From an optimization exercise on the open Yosys and OpenROAD flow, aimed at small area; shortcuts taken in it are not production practice. Function was checked by simulation only, so behaviour that the tests miss may differ from the original. Power is estimated from default activity; no workload was simulated.

===== flow/flow/run.sh =====
#!/bin/bash
# Layout flow: the standard ORFS flow, with these changes to how the
# netlist is built:
#  - synthesis keeps the lane and counter modules (cvt_lane, cvt_count)
#    apart until technology mapping; they are not timing-critical and are
#    mapped with an area-oriented ABC script (flow/area.abc: ABC's deepsyn
#    AIG optimisation, then area mapping). The top level, which holds the
#    timing-critical RMAX path and every register, is mapped with
#    flow/top.abc (AIG restructuring, area mapping, then ABC's buffering
#    and gate sizing towards a delay target). Full- and half-adder
#    extraction is skipped (ADDER_MAP_FILE empty): ABC maps that logic
#    smaller here. The rest
#    of the standard flow's synthesis script is unchanged and the design is flattened
#    before it is written, so the registers keep their names and cells;
#  - the port buffers that global placement inserts are buf_1 cells;
#  - clock tree synthesis runs with ORFS's arguments and the buffer list
#    from config.mk, but inserts no dummy loads.
# Each tool's output goes to the ORFS logs under orfs/logs and to
# standard.log in this folder.
set -euo pipefail
W=$PWD
F=$W/flow

# ORFS's synth.tcl with the ABC call split by module, and the standard flow's synthesis
# wrapper sourcing it in place of the original
sed -e 's|^  log_cmd abc {\*}\$abc_args$|  log_cmd abc {*}[lreplace $abc_args 1 1 $::env(AREA_ABC_SCRIPT)] cvt_lane cvt_count\n  log_cmd abc {*}[lreplace $abc_args 1 1 $::env(TOP_ABC_SCRIPT)] cvt_unit|' \
    "$FLOW_HOME/scripts/synth.tcl" > "$W/synth_area.tcl"
grep -q AREA_ABC_SCRIPT "$W/synth_area.tcl"
sed "s|source \$::env(SCRIPTS_DIR)/synth.tcl|source $W/synth_area.tcl|" \
    "$W/synth_recipe.tcl" > "$W/synth_wrap.tcl"
grep -q "synth_area.tcl" "$W/synth_wrap.tcl"

bash "$W/standard.sh" \
    SYNTH_SCRIPT="$W/synth_wrap.tcl" \
    SYNTH_KEEP_MODULES="cvt_lane cvt_count" \
    ADDER_MAP_FILE= \
    AREA_ABC_SCRIPT="$F/area.abc" \
    TOP_ABC_SCRIPT="$F/top.abc" \
    BUFFER_PORTS_ARGS="-buffer_cell sky130_fd_sc_hd__buf_1" \
    CTS_ARGS="-sink_clustering_enable -repair_clock_nets -dont_use_dummy_load -buf_list sky130_fd_sc_hd__clkbuf_4" \
    finish > "$W/standard.log" 2>&1

===== flow/flow/area.abc =====
strash
&get -n
&deepsyn -T 60
&put
dch -f
amap
topo
stime -c

===== flow/flow/top.abc =====
strash
balance -l; resub -K 6 -l; rewrite -l; resub -K 6 -N 2 -l; refactor -l; resub -K 8 -l; balance -l; resub -K 8 -N 2 -l; rewrite -l; resub -K 10 -l; rewrite -z -l; resub -K 10 -N 2 -l; balance -l; resub -K 12 -l; refactor -z -l; resub -K 12 -N 2 -l; rewrite -z -l; balance -l
balance -l; resub -K 6 -l; rewrite -l; resub -K 6 -N 2 -l; refactor -l; resub -K 8 -l; balance -l; resub -K 8 -N 2 -l; rewrite -l; resub -K 10 -l; rewrite -z -l; resub -K 10 -N 2 -l; balance -l; resub -K 12 -l; refactor -z -l; resub -K 12 -N 2 -l; rewrite -z -l; balance -l
dch -f
amap
topo
buffer -c
upsize -c -D 17000
dnsize -c -D 17000
stime -c

===== flow/standard.sh =====
#!/bin/bash
# synth_recipe.tcl (not shown) runs the flow's synth.tcl, then flattens the netlist and writes it again
# the make line also repeats each setting of config.mk as NAME=value (left out here)
make -C /OpenROAD-flow-scripts/flow DESIGN_CONFIG=/design/flow/config.mk WORK_HOME=/design/flow/orfs CLKGATE_MAP_FILE= SYNTH_SCRIPT=/design/flow/synth_recipe.tcl "${@:-finish}"

===== flow/config.mk =====
export PLATFORM = sky130hd
export DESIGN_NAME = cvt_unit
export DESIGN_NICKNAME = cvt_unit
export VERILOG_FILES = /design/flow/design.v
export SDC_FILE = /design/flow/constraint.sdc
export NUM_CORES = 4
export LEC_CHECK = 0
export CAP_MARGIN = 20
export CORE_MARGIN = 2
export CORE_UTILIZATION = 50
export CTS_BUF_LIST = sky130_fd_sc_hd__clkbuf_4
export SLEW_MARGIN = 20

===== flow/constraint.sdc =====
create_clock -name core_clock -period 28.0 [get_ports {clk}]
set_input_delay 5.6000 -clock core_clock [delete_from_list [all_inputs] [get_ports {clk}]]
set_output_delay 5.6000 -clock core_clock [all_outputs]
set_load 0.01 [all_outputs]

===== flow/design.v =====
module cvt_lane (
    input  wire [31:0] src,
    input  wire        f16,       
    input  wire        f8,        
    input  wire        f8x,
    input  wire        fi8,
    input  wire        fu8,
    input  wire [3:0]  rmode,     
    input  wire        en,        
    output wire [15:0] res,
    output wire        sat,       
    output wire        flz,       
    output wire        ok         
);
    wire        s  = src[31];
    wire [7:0]  ex = src[30:23];
    wire [22:0] fr = src[22:0];
    wire ex_ff   = &ex;
    wire ex_z    = ~|ex;
    wire lo_nz   = |fr[14:0];
    wire fr_nz   = lo_nz | (|fr[22:15]);
    wire is_nan  = ex_ff & fr_nz;
    wire is_zero = ex_z & ~fr_nz;
    wire fint = fi8 | fu8;
    wire w8_norm  = ex >= 8'd121;
    wire w8_tiny  = ex <  8'd117;
    wire w8_ovf   = ex >  8'd135;
    wire w8x_norm = ex >= 8'd113;
    wire w8x_tiny = ex <  8'd110;
    wire w8x_ovf  = ex >  8'd143;
    wire int_tiny = ex <  8'd126;
    wire int_ovf  = ex >  8'd134;
    wire fnorm = (f8 & w8_norm) | (f8x & w8x_norm);
    wire tiny  = (f8 & w8_tiny) | (f8x & w8x_tiny) | (fint & int_tiny);
    wire ovf_e = (f8 & w8_ovf) | (f8x & w8x_ovf) | (fint & int_ovf);
    wire [3:0] sh_sub = (f8 ? 4'd13 : 4'd6) - ex[3:0];
    wire [3:0] sh = f16   ? 4'd0 :
                    tiny  ? 4'd15 :
                    fnorm ? (f8 ? 4'd4 : 4'd5) : sh_sub;
    wire lead = ~ex_z & (f16 ? ex[0] : ~fnorm);
    wire [8:0] w0 = {lead, fr[22:15]};
    wire [8:0] w1 = sh[0] ? {1'b0, w0[8:1]} : w0;
    wire       s1 = sh[0] & w0[0];
    wire [8:0] w2 = sh[1] ? {2'b0, w1[8:2]} : w1;
    wire       s2 = sh[1] & (|w1[1:0]);
    wire [8:0] w3 = sh[2] ? {4'b0, w2[8:4]} : w2;
    wire       s3 = sh[2] & (|w2[3:0]);
    wire [8:0] w4 = sh[3] ? {8'd0, w3[8]} : w3;
    wire       s4 = sh[3] & (|w3[7:0]);
    wire [7:0] kept  = w4[8:1];
    wire       guard = w4[0];
    wire       stick = lo_nz | s1 | s2 | s3 | s4;
    wire up = (rmode[0] & guard & (stick | kept[0]))
            | (rmode[1] & guard)
            | (rmode[2] & (guard | stick) & ~s)
            | (rmode[3] & (guard | stick) & s);
    wire inv = fi8 & s;
    wire [14:0] x = {f16 ? ex[7:1] : 7'd0, kept ^ {8{inv}}}
                  | {8'd0, f8 & fnorm ? {~ex[3], ex[2:0]} : 4'd0, 3'd0}
                  | {8'd0, f8x & fnorm ? {~ex[4], ex[3:0]} : 5'd0, 2'd0};
    wire [15:0] r = {1'b0, x} + {15'd0, up ^ inv};
    wire r_z8  = ~|r[8:0];
    wire r_z15 = r_z8 & ~|r[14:9];
    wire        sat16 = ~ex_ff & (&r[14:7]);
    wire        flz16 = r_z15 & ~is_zero & ~ex_ff;
    wire [15:0] res16 = is_nan ? 16'h7FC0 : {s, r[14:0]};
    wire        sat8  = ~is_nan & (ovf_e | r[7]);
    wire        flz8  = ~ovf_e & r_z8 & ~is_zero;
    wire [7:0]  res8  = is_nan ? 8'h80 : sat8 ? {s, 7'h7F} : r_z8 ? 8'h00 : {s, r[6:0]};
    wire        sati  = is_nan | ovf_e | (s ? ~r[8] & ~r[7] : r[8] | r[7]);
    wire        flzi  = (s ? r[8] : r_z8) & ~is_zero & ~ovf_e;
    wire [7:0]  resi  = is_nan ? 8'h00 : sati ? (s ? 8'h80 : 8'h7F) : r[7:0];
    wire        satu  = is_nan | ovf_e | (s ? ~r_z8 : r[8]);
    wire        flzu  = r_z8 & ~is_zero & ~ovf_e & ~is_nan;
    wire [7:0]  resu  = (is_nan | s) ? 8'h00 : satu ? 8'hFF : r[7:0];
    assign res = ~en  ? 16'd0 :
                 f16  ? res16 :
                 fi8  ? {8'd0, resi} :
                 fu8  ? {8'd0, resu} : {8'd0, res8};
    assign sat = en & (f16 ? sat16 : fi8 ? sati : fu8 ? satu : sat8);
    assign flz = en & (f16 ? flz16 : fi8 ? flzi : fu8 ? flzu : flz8);
    assign ok  = en & ~is_nan;
endmodule
module cvt_unit (
    input  wire         clk,
    input  wire         rst_n,        
    input  wire         in_valid,
    input  wire [255:0] in_data,      
    input  wire [7:0]   in_mask,      
    input  wire [2:0]   in_dfmt,
    input  wire [2:0]   in_rm,
    input  wire         wr_rmax,
    input  wire         wr_nsat,
    input  wire         wr_nflz,
    input  wire [63:0]  wr_data,
    output reg          out_valid,
    output reg  [127:0] out_data,     
    output reg  [63:0]  rmax,
    output reg  [31:0]  nsat,
    output reg  [31:0]  nflz
);
    localparam LANES = 8;
    wire [127:0] res_all;
    wire [7:0]   l_sat;
    wire [7:0]   l_flz;
    wire [7:0]   l_ok;
    wire f16 = ~in_dfmt[2] & ~in_dfmt[1] & ~in_dfmt[0];
    wire f8  = ~in_dfmt[1] & in_dfmt[0];
    wire f8x = in_dfmt[1] & ~in_dfmt[0];
    wire fi8 = in_dfmt[1] & in_dfmt[0];
    wire fu8 = in_dfmt[2];
    wire [3:0] rmode = {~in_rm[2] & in_rm[1] & in_rm[0], ~in_rm[2] & in_rm[1] & ~in_rm[0],
                        ~in_rm[1] & in_rm[0], ~in_rm[2] & ~in_rm[1] & ~in_rm[0]};
    genvar g;
    generate
        for (g = 0; g < LANES; g = g + 1) begin : lane
            wire en = in_valid & in_mask[g];
            cvt_lane u_lane (
                .src (in_data[32*g +: 32]),
                .f16 (f16),
                .f8  (f8),
                .f8x (f8x),
                .fi8 (fi8),
                .fu8 (fu8),
                .rmode(rmode),
                .en  (en),
                .res (res_all[16*g +: 16]),
                .sat (l_sat[g]),
                .flz (l_flz[g]),
                .ok  (l_ok[g])
            );
        end
    endgenerate
    wire [3:0]  t1_ok;
    wire [30:0] t1_mag [0:3];
    wire [1:0]  t2_ok;
    wire [30:0] t2_mag [0:1];
    generate
        for (g = 0; g < 4; g = g + 1) begin : max1
            wire [30:0] a = in_data[64*g +: 31];
            wire [30:0] b = in_data[64*g+32 +: 31];
            wire        gt;
            cvt_gt #(31) u_gt (.a(b), .b(a), .gt(gt));
            assign t1_ok[g]  = l_ok[2*g] | l_ok[2*g+1];
            assign t1_mag[g] = (~l_ok[2*g] | (l_ok[2*g+1] & gt)) ? b : a;
        end
        for (g = 0; g < 2; g = g + 1) begin : max2
            wire gt;
            cvt_gt #(31) u_gt (.a(t1_mag[2*g+1]), .b(t1_mag[2*g]), .gt(gt));
            assign t2_ok[g]  = t1_ok[2*g] | t1_ok[2*g+1];
            assign t2_mag[g] = (~t1_ok[2*g] | (t1_ok[2*g+1] & gt)) ? t1_mag[2*g+1] : t1_mag[2*g];
        end
    endgenerate
    wire        gt3;
    cvt_gt #(31) u_gt3 (.a(t2_mag[1]), .b(t2_mag[0]), .gt(gt3));
    wire [30:0] mx = (~t2_ok[0] | (t2_ok[1] & gt3)) ? t2_mag[1] : t2_mag[0];
    wire any_ok = |l_ok;
    wire [7:0]  mx_e = mx[30:23];
    wire        mx_sub = ~|mx_e;
    wire [23:0] f0 = {~mx_sub, mx[22:0]};
    wire        z16 = ~|f0[23:8];
    wire [23:0] f1 = z16 ? {f0[7:0], 16'd0} : f0;
    wire        z8 = ~|f1[23:16];
    wire [23:0] f2 = z8 ? {f1[15:0], 8'd0} : f1;
    wire        z4 = ~|f2[23:20];
    wire [23:0] f3 = z4 ? {f2[19:0], 4'd0} : f2;
    wire        z2 = ~|f3[23:22];
    wire [23:0] f4 = z2 ? {f3[21:0], 2'd0} : f3;
    wire        z1 = ~f4[23];
    wire [23:0] f5 = z1 ? {f4[22:0], 1'd0} : f4;
    wire [4:0]  n = {z16, z8, z4, z2, z1};
    wire [10:0] c_e = (&mx_e) ? 11'h7FF :
                      mx_sub ? (f5[23] ? 11'd897 - {6'd0, n} : 11'd0) :
                      {mx_e[7], {3{~mx_e[7]}}, mx_e[6:0]};
    wire [33:0] c_hi = {c_e, f5[22:0]};
    wire [63:0] rmax_w = wr_rmax ? wr_data : rmax;
    wire gt;
    cvt_gt #(34) u_gth (.a(c_hi), .b(rmax_w[62:29]), .gt(gt));
    wire h_nan = (&rmax_w[62:52]) & (|rmax_w[51:0]);
    wire take  = any_ok & (h_nan | rmax_w[63] | gt);
    wire [31:0] nsat_n, nflz_n;
    cvt_count u_csat (.rst_n(rst_n), .cur(nsat), .wr(wr_nsat), .wd(wr_data[31:0]), .l(l_sat), .q(nsat_n));
    cvt_count u_cflz (.rst_n(rst_n), .cur(nflz), .wr(wr_nflz), .wd(wr_data[31:0]), .l(l_flz), .q(nflz_n));
    always @(posedge clk) begin
        if (!rst_n) begin
            out_valid <= 1'b0;
            rmax      <= 64'd0;
        end else begin
            out_valid <= in_valid;
            rmax      <= take ? {1'b0, c_hi, 29'd0} : rmax_w;
        end
    end
    always @(posedge clk) begin
        nsat <= nsat_n;
        nflz <= nflz_n;
    end
    always @(posedge clk)
        out_data <= res_all;
endmodule
module cvt_count (
    input  wire        rst_n,
    input  wire [31:0] cur,
    input  wire        wr,
    input  wire [31:0] wd,
    input  wire [7:0]  l,
    output wire [31:0] q
);
    wire [31:0] w = wr ? wd : cur;
    wire [1:0] a0 = l[0] + l[1] + l[2];
    wire [1:0] a1 = l[3] + l[4] + l[5];
    wire [1:0] a2 = l[6] + l[7];
    wire [3:0] cnt = a0 + a1 + a2;
    wire [4:0] lo = w[3:0] + cnt;
    reg [31:0] s;
    reg        c;
    integer k;
    always @(*) begin
        s[3:0] = lo[3:0];
        c = lo[4];
        for (k = 4; k < 32; k = k + 1) begin
            s[k] = w[k] ^ c;
            c = c & w[k];
        end
    end
    assign q = {32{rst_n}} & (s | {32{c}});
endmodule
module cvt_gt #(parameter W = 31) (
    input  wire [W-1:0] a,
    input  wire [W-1:0] b,
    output wire         gt
);
    localparam G = (W + 5) / 6;
    wire [6*G-1:0] ax = {{(6*G-W){1'b0}}, a};
    wire [6*G-1:0] bx = {{(6*G-W){1'b0}}, b};
    wire [G:0] c;
    assign c[0] = 1'b0;
    genvar k;
    generate
        for (k = 0; k < G; k = k + 1) begin : grp
            wire [5:0] x = ax[6*k +: 6];
            wire [5:0] y = bx[6*k +: 6];
            wire [5:0] e = ~(x ^ y);
            wire [5:0] h = x & ~y;
            wire g_gt = (h[5]) | (e[5] & h[4]) | (e[5] & e[4] & h[3]) | (e[5] & e[4] & e[3] & h[2]) | (e[5] & e[4] & e[3] & e[2] & h[1]) | (e[5] & e[4] & e[3] & e[2] & e[1] & h[0]);
            wire g_eq = &e;
            assign c[k+1] = g_gt | (g_eq & c[k]);
        end
    endgenerate
    assign gt = c[G];
endmodule

==> reports/qor.txt, run 1 <==
routed via count - 34440
layout cells sized above 1 - 3.119%
fin. max-slew vios - 0
Slew headroom - 27.07%
pwr dens - 47.35 mW/mm^2
initial antenna violation count - 20
Iter 0 DRT Violations - 3786
depth of the CTS H-tree - 3
most frequent cells in the layout - nor2_1, buf_1, o22ai_1
final worst-path cycle share - 90.52%
post-CTS sizing - 0
residual DRC count - 0
critical path startpoint category - input pin
Setup Skew - 0.1001 ns
final hold violation count - 0
largest net degree at the start of global routing - 66
Slowest-stage cell, CP - nand2_1
outcome - timing/DRC/antenna clean
leading post-synthesis cells by cell area - dfxtp_1, nor2_1, o22ai_1
non-filler cells, final - 5493
CORE AREA - 0.04905 sq mm
clk sinks - 257
Top FF cell, synth - dfxtp_1
starting density of the core - 50.81%
vias in the first global route - 30490
post-synthesis cell count - 4186
RSZ-0062 raised after global routing - false
CP max stage delay - 0.75 ns
Synth Register Bits - 257
FF-to-FF setup slack - 18.31 ns
Slew @ Worst Pin - 1.084 ns
drt pass-1 iters - 9
CTS max path bufs - 3
syn nets - 4526
ys async rst share - 0%
Setup TNS - 0 ns
Tmin final - 25.35 ns
Final Cell Area - 0.02868 sq mm
Global Route Usage Sum - 40.64%
Cell Area, Placed - 0.02809 sq mm
I/O pin cnt - 597
DIE AREA - 0.05165 sq mm
total CTS buffers - 69
dpl cells - 5403
final setup fails - 0
crit path kind - input pin to flip-flop
Die X - 227.3 um
Lkg Pwr - 10.28 nW
Yosys cell types - 58
wire length per cell - 20.13 um
Synth Cell Area - 0.02492 sq mm
Post-Route WL - 110.5 mm
Clock Latency Late Sink - 0.86 ns
commonest non-fill, non-tap cell in the layout - nor2_1
Worst VDD drop - 0.03672 mV
sequential cell area fraction in the yosys report - 20.64%
GRT overflow - 0
area leader, netlist - dfxtp_1
DIE HEIGHT - 227.3 um
Routability Congestion - 1.081
FMAX - 39.45 MHz
critical path arrival - 26.03 ns
Port Buffers - 596
clock root buffer - clkbuf_4
nets@finish - 5151
top-area cell type share of the netlist area - 20.64%
Crit path required time - 28.69 ns
worst hold path type - flip-flop to flip-flop
crit path capture type - flip-flop
synthesis warning total - 2
area growth from synthesis to layout - 15.09%
setup bufs post-CTS - 0
Via density - 6.269
clock slew at reported path FFs - 0.06 ns
Detail Placement HPWL - 87.43 mm
post-synthesis average cell area - 5.954 sq um
EDFF count, synth - 0
hold_buf cts - 0
Final ANT Viol Nets - 0
Max Cap Violations - 0
CTS tree - yes
Std-Cell Rows - 81
Final Util - 58.47%
first-pass GRT wire length - 165.6 mm
CP Max Fanout - 61
[per-layer routing]
metal | GRT usage, % | up-vias | share of wire, %
met2 | 63.30 | 2027 | 44
met4 | 23.93 | 6 | 5.9
met3 | 11.51 | 381 | 12
met1 | 49.96 | 15490 | 38
li1 | - | 16530 | -
met5 | 0 | - | 0.037
[Yosys stat by module (local to each module, per instance)]
module | flip-flops and latches | copies in the design | cells inside
cvt_lane | 0 | 8 | 246
cvt_count | 0 | 2 | 216
cvt_unit | 257 | 1 | 1786
[critical path, delay by kind of cell]
family          cells  cell delay [ns]
buf+inv            15             5.14
compound gates     49             9.44
simple gates       38             5.76
[state kept, by name, indices dropped and copies added, names as in the netlist]
| register | flops |
|---|---|
| nflz | 32 |
| nsat | 32 |
| out_data | 128 |
| out_valid | 1 |
| rmax | 64 |
[cell families (layout without fill, tap and decap cells)]
group | after synthesis | count (layout) | share of synthesized area, %
buffers and inverters | 656 | 1279 | 9.880
AOI/OAI and AO/OA | 1570 | 1570 | 39.75
DFF | 257 | 257 | 20.64
and+or+nand+nor | 1703 | 1703 | 29.73
other | 0 | 20 | 0
[where the power goes]
part | total, mW | switching [mW] | leakage (nW) | internal, mW
Combinational | 0.672 | 0.449 | 7.85 | 0.223
Clock | 0.262 | 0.151 | 0.318 | 0.112
Sequential | 0.424 | 0.0204 | 2.11 | 0.404
Total | 1.36 | 0.620 | 10.3 | 0.738
[synth_stat cells (4+ instances only)]
| cell type | number |
|---|---|
| clkbuf_1 | 61 |
| o31ai_1 | 4 |
| nor4b_1 | 4 |
| o21a_1 | 113 |
| nor2_1 | 976 |
| a222oi_1 | 6 |
| a21oi_1 | 359 |
| nor4_1 | 96 |
| o211ai_1 | 11 |
| o22a_1 | 44 |
| nor3_1 | 145 |
| buf_1 | 24 |
| a311oi_1 | 8 |
| a22oi_1 | 29 |
| or4_1 | 20 |
| a22o_1 | 28 |
| nand3_1 | 72 |
| nand4_1 | 28 |
| nand2_1 | 236 |
| clkinv_1 | 315 |
| o221ai_1 | 32 |
| o22ai_1 | 477 |
| nor2b_1 | 42 |
| and2_0 | 18 |
| or2_0 | 16 |
| a31oi_1 | 34 |
| a211oi_1 | 67 |
| or3_1 | 25 |
| nand4b_1 | 4 |
| or2_2 | 12 |
| a2111oi_0 | 24 |
| o311a_1 | 8 |
| a21o_1 | 4 |
| a221oi_1 | 15 |
| o32ai_1 | 24 |
| o21ai_0 | 258 |
| inv_1 | 256 |
| o32a_1 | 5 |
| dfxtp_1 | 257 |
[final cells by class]
cell class	count	area, sq um
clock buffers	69	518.0
fillers	5168	20370
repair buffers	639	2569
flip-flops and latches	257	5145
diodes	20	50.05
multi-input cells	3273	17430
inverters	571	2143
well taps	664	830.8
[metrics by stage]
step | total power [mW] | setup WS (ns) | hold WS, ns
after global routing | 1.444 | 0.6056 | 0.5752
after global placement | 1.080 | 2.978 | 0.5178
after floorplan | 0.8690 | 4.818 | 0.5723
after detailed placement | 1.078 | 2.610 | 0.5325
final | 1.358 | 2.654 | 0.5431
after CTS | 1.342 | 3.365 | 0.5463
[path summary, 6_finish.rpt]
check                                         start  depth (start not counted)             endpoint
worst min-delay path            rmax[25]$_SDFF_PP0_                          2  rmax[25]$_SDFF_PP0_
worst max register to register      nflz[0]$_DFF_P_                         72     nflz[12]$_DFF_P_
worst min register to register  rmax[25]$_SDFF_PP0_                          2  rmax[25]$_SDFF_PP0_
worst max-delay path                   in_data[193]                        102  rmax[60]$_SDFF_PN0_
==> run 2: changes to the inputs <==
==> flow/flow/area.abc (replaced) <==
strash
&get -n
&deepsyn -T 150
&put
dch -f
amap
topo
stime -c
==> run 2 against run 1 <==
Effect of this change:
- combinational power is essentially flat
- non-clock buffer count shrank 11
- critical path depth grew 1
- critical path type unchanged
- largest cell class unchanged
- sequential power is essentially flat
- clock skew shrank 0.0044 ns
- synthesized cell count shrank 2.1%
==> reports/qor.txt, run 2 <==
sequential cell area fraction in the yosys report - 20.69% (+0.042 points)
setup bufs post-CTS - 0 (unchanged)
most frequent cells in the layout - nor2_1, buf_1, o22ai_1
Clock Latency Late Sink - 0.85 ns (about the same)
I/O pin cnt - 597 (unchanged)
initial antenna violation count - 12 (-40%)
synthesis warning total - 2 (unchanged)
outcome - timing/DRC/antenna clean
PnR worst setup slack - 2.287 ns (-0.3671 ns)
Max Cap Violations - 0 (unchanged)
Tmin final - 25.71 ns (+0.3671 ns)
Synth Register Bits - 257 (unchanged)
nets@finish - 5054 (-1.9%)
most used cell, CP - inv_1
Synth Cell Area - 0.02487 sq mm (-0.20%)
top-area cell type share of the netlist area - 20.69% (+0.042 points)
Largest Register - out_data
Detail Placement HPWL - 87.05 mm (-0.44%)
Post-Place Setup Slack - 1.856 ns (-0.7542 ns)
fin. max-slew vios - 0 (unchanged)
crit path capture type - flip-flop
final hold violation count - 0 (unchanged)
Slowest-stage cell, CP - inv_1
RSZ-0062 raised after global routing - false
final setup fails - 0 (unchanged)
leading post-synthesis cells by cell area - dfxtp_1, nor2_1, o22ai_1
commonest non-fill, non-tap cell in the layout - nor2_1
max FFs per register - 128 (unchanged)
FF-to-FF setup slack - 17.97 ns (-0.34 ns)
metal1 wirelength - 42.50 mm (+0.75%)
Final Cell Area - 0.02857 sq mm (-0.40%)
CTS max path bufs - 3 (unchanged)
wire length per cell - 20.40 um (+1.4%)
CP startpoint - in_data[47]
area growth from synthesis to layout - 14.86%
area leader, netlist - dfxtp_1
Top FF cell, synth - dfxtp_1
Slew headroom - 18.07% (-9.0 points)
DIE AREA - 0.05154 sq mm (-0.20%)
CTS tree - yes
Global Route Usage Sum - 40.52% (-0.12 points)
final worst-path cycle share - 91.83% (+1.3 points)
pwr dens - 47.62 mW/mm^2 (+0.57%)
clock root buffer - clkbuf_4
GRT overflow - 0 (unchanged)
FMAX - 38.89 MHz (-1.4%)
largest net degree at the start of global routing - 66 (unchanged)
vias in the first global route - 29790 (-2.3%)
post-CTS sizing - 0 (unchanged)
FF-to-FF End - nsat[0]$_DFF_P_
layout cells sized above 1 - 2.929% (-0.19 points)
total CTS buffers - 71 (+2.9%)
Yosys cell types - 59 (+1.7%)
starting density of the core - 50.71% (-0.10 points)
biggest regs - out_data: 128 flops, rmax: 64 flops
syn nets - 4438 (-1.9%)
Final ANT Viol Nets - 0 (unchanged)
uppermost layer routed - met5
Lkg Pwr - 10.10 nW (-1.7%)
Via density - 6.286 (+0.26%)
most frequent cell after synthesis - nor2_1
WL met3 - 12.26 mm (-10%)
clk sinks - 257 (unchanged)
Reg2Reg Depth - 72 (unchanged)
Iter 0 DRT Violations - 4039 (+6.7%)
Routability Congestion - 1.081 (about the same)
critical path endpoint - rmax[62]$_SDFF_PN0_
Port Buffers - 596 (unchanged)
CP Max Fanout - 60 (-1.6%)
depth of the CTS H-tree - 3 (unchanged)
crit path kind - input pin to flip-flop
post-synthesis cell count - 4098 (-2.1%)
CORE AREA - 0.04905 sq mm (unchanged)
critical path startpoint category - input pin
Crit path required time - 28.67 ns (-0.02 ns)
routed via count - 33900 (-1.6%)
Die X - 227.0 um (about the same)
Cell Area, Placed - 0.02793 sq mm (-0.57%)
first-pass GRT wire length - 164.3 mm (-0.83%)
non-filler cells, final - 5393 (-1.8%)
worst hold path type - flip-flop to flip-flop
dpl cells - 5302 (-1.9%)
Slew @ Worst Pin - 1.228 ns (+0.1437 ns)
hold_buf cts - 0 (unchanged)
Worst VDD drop - 0.03876 mV (+5.6%)
residual DRC count - 0 (unchanged)
DIE HEIGHT - 227.0 um (about the same)
Synth top cells by count - nor2_1, o22ai_1, clkinv_1
met2 WL - 48.27 mm (+0.35%)
ys async rst share - 0% (unchanged)
FF-to-FF Start - nsat[0]$_DFF_P_
clock slew at reported path FFs - 0.06 ns (about the same)
Setup TNS - 0 ns (unchanged)
CP max stage delay - 0.68 ns (-0.07 ns)
Post-Route WL - 110.0 mm (-0.46%)
Setup Skew - 0.09573 ns (-0.004412 ns)
EDFF count, synth - 0 (unchanged)
drt pass-1 iters - 9 (unchanged)
post-synthesis average cell area - 6.069 sq um (+1.9%)
Std-Cell Rows - 81 (unchanged)
Total Power - 1.360 mW (+0.17%)
critical path arrival - 26.39 ns (+0.36 ns)
run 2: cell count changes in the layout (fill, tap and decap cells not counted), moves of 32 or more:
| cell | delta |
|---|---|
| nor2_1 | -95 |
| nand2_1 | -72 |
| a21oi_1 | -48 |
| clkinv_1 | +48 |
| nor4_1 | -39 |
| nor3_1 | +32 |
run 2: worst min-delay path by stage:
stage / end / cells past startpoint / slack (ns) / start
after floorplan: rmax[12]$_SDFF_PP0_ / 2 / 0.57 / rmax[12]$_SDFF_PP0_
after global placement: rmax[26]$_SDFF_PP0_ / 2 / 0.52 / rmax[26]$_SDFF_PP0_
after detailed placement: rmax[26]$_SDFF_PP0_ / 2 / 0.53 / rmax[26]$_SDFF_PP0_
after CTS: rmax[26]$_SDFF_PP0_ / 2 / 0.54 / rmax[26]$_SDFF_PP0_
after global routing: rmax[5]$_SDFF_PP0_ / 2 / 0.58 / rmax[5]$_SDFF_PP0_
final: rmax[2]$_SDFF_PP0_ / 2 / 0.54 / rmax[2]$_SDFF_PP0_
run 2: kinds of logic after synthesis:
group           count (synthesis)  synth area share (%)
compound gates               1578                 41.11
simple gates                 1559                 27.58
flops                         257                 20.69
buf+inv                       704                 10.62
run 2: area by class of cell:
type	count	area, sq um
repair buffers	628	2514
diodes	17	42.54
clock buffers	71	533.0
fillers	5188	20480
inverters	619	2323
well taps	664	830.8
multi-input cells	3137	17180
flip-flops and latches	257	5145
run 2: metrics by stage:
step,hold slack [ns],utilization [%]
finish,0.5387,58.24
global route,0.5835,58.21
CTS,0.5410,58.02
detailed placement,0.5266,56.93
global placement,0.5187,56.92
floorplan,0.5723,-
run 2: layer usage:
metal	vias up	track usage [%]
met5	-	0
met4	4	23.04
met3	418	10.61
met2	2016	64.11
met1	15170	49.90
li1	16290	-
run 2: power by group:
group	total (mW)	switching [mW]	leakage, nW	internal [mW]
Sequential	0.426	0.0221	2.11	0.404
Clock	0.264	0.149	0.327	0.114
Combinational	0.671	0.446	7.66	0.225
run 2: worst max-delay path: cells and delay by family:
family,cells,cell delay (ns)
compound gates,41,7.37
simple gates,43,7.17
buf+inv,19,6.20
run 2: modules after synthesis, one instance, submodules excluded:
module | copies in the design | cells inside
cvt_lane | 8 | 235
cvt_unit | 1 | 1786
cvt_count | 2 | 216

## afterwards: timing with drivers on the ports
How much do the figures lean on ideal ports? The routed layouts below were timed once more, with nothing changed but the port constraints. Step 1: set_driving_cell puts a clkbuf_16 on clk and a buf_2 on each other input, an assumption about the parent block. Step 2 moves the port delays by t, midway between the first and last clock arrival at a register: inputs arrive t later, outputs are due t later. That takes back most of the time a late clock gives input paths. a / b / c = ideal / step 1 / step 2; a / b = the first two.
| run | t, ns | setup WS [ns] | cell pins on the clock port's net |
|---|---|---|---|
| run 1 | 0.864 | 2.654 / 2.696 / 1.832 | 1 |
| run 2 | 0.872 | 2.287 / 2.327 / 1.455 | 1 |
After both steps every run listed still meets setup and hold. The setup slack of run 2, which loses most, moves by +0.040 ns with the drivers and by -0.832 ns with both steps.
